What follows belongs to an exercise in optimizing a design on an open flow for small area, a short achievable clock period and few clock cycles per item; a production flow would make more cautious choices. At most, simulation tests tie the RTL to the original design; equivalence was not proved.

== nickel ==
// vrc_dec
module vrc_dec (
    input  wire        clk,
    input  wire        rst,
    input  wire        in_valid,
    output wire        in_ready,
    input  wire [31:0] in_data,
    input  wire [15:0] in_len,
    output reg         px_valid,
    output reg  [2:0]  px_count,
    output reg  [31:0] px_data,
    output reg         done,
    output reg  [2:0]  done_cause
);
For scale: roughly 11000 cells after synthesis, roughly 2000 flip-flops.
clock: 22.0 ns
lec_check: 0
cap_margin: 35
cell_pad_in_sites_detail_placement: 1
cell_pad_in_sites_global_placement: 2
core_margin: 2
core_utilization: 40
place_density: 0.55
slew_margin: 35
synth_memory_max_bits: 65536
standard.sh (not shown) runs the stock make flow with config.mk's settings and CLKGATE_MAP_FILE= SYNTH_SCRIPT=/design/flow/synth_recipe.tcl, a recipe that flattens the netlist after the stock synthesis.
==> flow/flow/run.sh <==
#!/bin/bash
# The standard layout, with its timing repair aimed at a setup margin: the clock
# period and constraints stay the design's; repair_timing is asked to leave
# this much slack, so it keeps improving paths the 22 ns clock alone would not
# make it touch. The full make output goes to standard.log; ORFS keeps each
# step's own log under orfs/logs.
set -euo pipefail
bash standard.sh SETUP_SLACK_MARGIN=12 finish > standard.log 2>&1
nickel: done, clean on timing, DRC and antenna
Testbench counts of nickel, summed over its fixed seeds: cycles 208,470, pixels 318,010.
For maple, these inputs were changed with respect to nickel:
diff --git a/flow/flow/run.sh b/flow/flow/run.sh
--- a/flow/flow/run.sh
+++ b/flow/flow/run.sh
@@ -6,3 +6,3 @@
 # step's own log under orfs/logs.
 set -euo pipefail
-bash standard.sh SETUP_SLACK_MARGIN=12 finish > standard.log 2>&1
+bash standard.sh SETUP_SLACK_MARGIN=14 finish > standard.log 2>&1
### Flow results
- The higher area of the multi-input gates of nickel and maple is in maple.
- Measured against nickel, the post-cts resize count of maple comes out at 9.8 times the reference value.
- | least setup slack across all paths after layout | lower: nickel |
[inputs] onyx vs maple
==> flow/run.sh (new file) <==
#!/bin/bash
# synth_recipe.tcl (not shown) runs the flow's synth.tcl, then flattens the netlist and writes it again
# the make line also repeats each setting of config.mk as NAME=value (left out here)
make -C /OpenROAD-flow-scripts/flow DESIGN_CONFIG=/design/flow/config.mk WORK_HOME=/design/flow/orfs CLKGATE_MAP_FILE= SYNTH_SCRIPT=/design/flow/synth_recipe.tcl finish
removed: flow/flow/run.sh
removed: flow/standard.sh
[summary]
Critical path depth | onyx below maple. Summary — share of final-layout standard cells stronger than drive strength 1, onyx relative to maple: lower, by 7.4 points. Between maple and onyx, the number of instances in the synthesized netlist does not differ in any meaningful way. Compared with maple, in onyx overall fraction of global-route tracks in use down 1.6 points, number of standard cells in the final layout excluding fillers down about 2.5%, worst reg-to-reg path cell count down 2.3%.
#### Input delta (lagoon over onyx)
==> flow/flow/run.sh (new file) <==
#!/bin/bash
# The standard layout, with its timing repair aimed at a setup margin: the clock
# period and constraints stay the design's; repair_timing is asked to leave
# this much slack, so it keeps improving paths the 22 ns clock alone would not
# make it touch. The full make output goes to standard.log; ORFS keeps each
# step's own log under orfs/logs.
set -euo pipefail
bash standard.sh SETUP_SLACK_MARGIN=13 finish > standard.log 2>&1
==> flow/standard.sh (new file) <==
#!/bin/bash
# synth_recipe.tcl (not shown) runs the flow's synth.tcl, then flattens the netlist and writes it again
# the make line also repeats each setting of config.mk as NAME=value (left out here)
make -C /OpenROAD-flow-scripts/flow DESIGN_CONFIG=/design/flow/config.mk WORK_HOME=/design/flow/orfs CLKGATE_MAP_FILE= SYNTH_SCRIPT=/design/flow/synth_recipe.tcl "${@:-finish}"
removed: flow/run.sh
Findings:
lagoon ran to completion and came out clean on the timing, DRC and antenna checks.
lagoon improves on onyx in top achievable clock speed.
Between onyx and lagoon, non-clock buffer count in the final layout is higher for lagoon, onyx comes in under that.
Cells: lagoon has more instances than onyx
~same number of non-clock inverters in onyx and lagoon
lagoon vs. onyx: number of CTS-inserted buffers shows an increase of 3; worst setup slack climbed 3.22 ns.
Taking onyx as the reference, in lagoon share of the synthesized area in compound gates (AO/OA/AOI/OAI) was more or less identical; logic depth of the worst path, buffers included went up by 1.
In the metrics for onyx and lagoon, the one carrying the higher layout net count is lagoon.
Global-route usage on lagoon is up relative to onyx.

* * *

vrc_dec, a different RTL version from the one above (not shown whole).
For scale: ~11000 cells after synthesis, about 92 I/O pins, about 120000 um2 of cells after synthesis.
## vrc_dec
module vrc_dec (
    input  wire        clk,
    input  wire        rst,
    input  wire        in_valid,
    output wire        in_ready,
    input  wire [31:0] in_data,
    input  wire [15:0] in_len,
    output reg         px_valid,
    output reg  [2:0]  px_count,
    output reg  [31:0] px_data,
    output reg         done,
    output reg  [2:0]  done_cause
);
clock: 22.0 ns
lec_check: 0
cap_margin: 35
cell_pad_in_sites_detail_placement: 1
cell_pad_in_sites_global_placement: 2
core_margin: 2
core_utilization: 40
cts_buf_list: sky130_fd_sc_hd__clkbuf_4
place_density: 0.55
slew_margin: 35
synth_memory_max_bits: 65536
==> flow/flow/run.sh <==
#!/bin/bash
# The standard layout, with its timing repair aimed at a setup margin: the clock
# period and constraints stay the design's; repair_timing is asked to leave
# this much slack, so it keeps improving paths the 22 ns clock alone would not
# make it touch. The full make output goes to standard.log; ORFS keeps each
# step's own log under orfs/logs.
set -euo pipefail
bash standard.sh SETUP_SLACK_MARGIN=14 finish > standard.log 2>&1
Testbench counts at the start, summed over its fixed seeds: cycles 208,470, pixels 318,010.
==> next run, changes <==
CORE_UTILIZATION = 45   (was 40)
CTS_BUF_LIST = default   (was sky130_fd_sc_hd__clkbuf_4)
PLACE_DENSITY = 0.6   (was 0.55)
Outcome: The changed run finished clean; wire length fell by 2.0%; clock skew fell by 80 ps; via count stays flat; die area fell by 11%.
==> next run, changes <==
CORE_UTILIZATION = 50   (was 45)
PLACE_DENSITY = 0.65   (was 0.6)
The new run went through all stages and came out clean.
Routed wire length climbs by about 1.4%.
Global-route usage increases by 4.2 points.
Non-clock buffer count increases by 16.
Worst setup slack got worse by 340 ps.
Die area came out lower by 9.9%.
Hold slack improved by 10 ps.
Design area goes down by 0.37%.

* * *

Another version of the RTL of vrc_dec (not shown whole).
Size in the first run: ~11000 cells after synthesis, ~2000 flip-flops, about 92 I/O pins.
## vrc_dec
module vrc_dec (
    input  wire        clk,
    input  wire        rst,
    input  wire        in_valid,
    output wire        in_ready,
    input  wire [31:0] in_data,
    input  wire [15:0] in_len,
    output reg         px_valid,
    output reg  [2:0]  px_count,
    output reg  [31:0] px_data,
    output reg         done,
    output reg  [2:0]  done_cause
);
clock: 22.0 ns
lec_check: 0
cap_margin: 35
cell_pad_in_sites_detail_placement: 1
cell_pad_in_sites_global_placement: 2
core_margin: 2
core_utilization: 40
gpl_timing_driven: 1
place_density: 0.55
slew_margin: 35
synth_memory_max_bits: 65536
Scripts as last shown in full above: flow/flow/run.sh
The baseline passed the timing, DRC and antenna checks.
Edit:
--- a/flow/config.mk
+++ b/flow/config.mk
@@ -11,5 +11,4 @@
 export CORE_MARGIN = 2
 export CORE_UTILIZATION = 40
-export GPL_TIMING_DRIVEN = 1
 export PLACE_DENSITY = 0.55
 export SLEW_MARGIN = 35
After rerunning: Wire length is unchanged. Utilization stays the same. Count of clock-buffer cells in the layout stays the same. Critical path depth stays the same. Worst hold slack stays the same.
No functional check of the RTL was part of any run of this note.

==> afterwards: timing with drivers on the ports <==
The flow's constraints put no driver on any port. The routed layouts listed below were extracted and timed again, unchanged, in two steps.
Step 1 assumes that a clkbuf_16 drives the clock port and a buf_2 every other input.
Step 2 moves the port delays by t, midway between the first and last clock arrival at a register: inputs arrive t later, outputs are due t later. That takes back most of the time a late clock gives input paths.
Slacks: no drivers / after step 1 / after step 2; pairs: no drivers / after step 1.
run | shift t [ns] | setup slack, ns | worst hold slack (ns) | cell pins on the clock port's net
nickel | 0.991 | 12.207 / 12.207 / 12.207 | 0.494 / 0.494 / 0.494 | 1
maple | 1.016 | 13.579 / 13.579 / 13.579 | 0.491 / 0.491 / 0.491 | 1
onyx | 1.000 | 10.006 / 10.006 / 10.006 | 0.494 / 0.494 / 0.494 | 1
lagoon | 0.995 | 13.224 / 13.224 / 13.224 | 0.493 / 0.493 / 0.493 | 1
the first run of note 2 | 1.524 | 14.062 / 14.062 / 14.062 | 0.484 / 0.484 / 0.484 | 1
the second run of note 2 | 0.988 | 13.989 / 13.989 / 13.989 | 0.490 / 0.490 / 0.490 | 1
the third run of note 2 | 0.982 | 13.648 / 13.648 / 13.648 | 0.501 / 0.501 / 0.501 | 1
the first run of note 3 | 0.993 | 13.894 / 13.894 / 13.894 | 0.494 / 0.494 / 0.494 | 1
the second run of note 3 | 0.993 | 13.894 / 13.894 / 13.894 | 0.494 / 0.494 / 0.494 | 1
After both steps setup and hold are still met in every run listed.
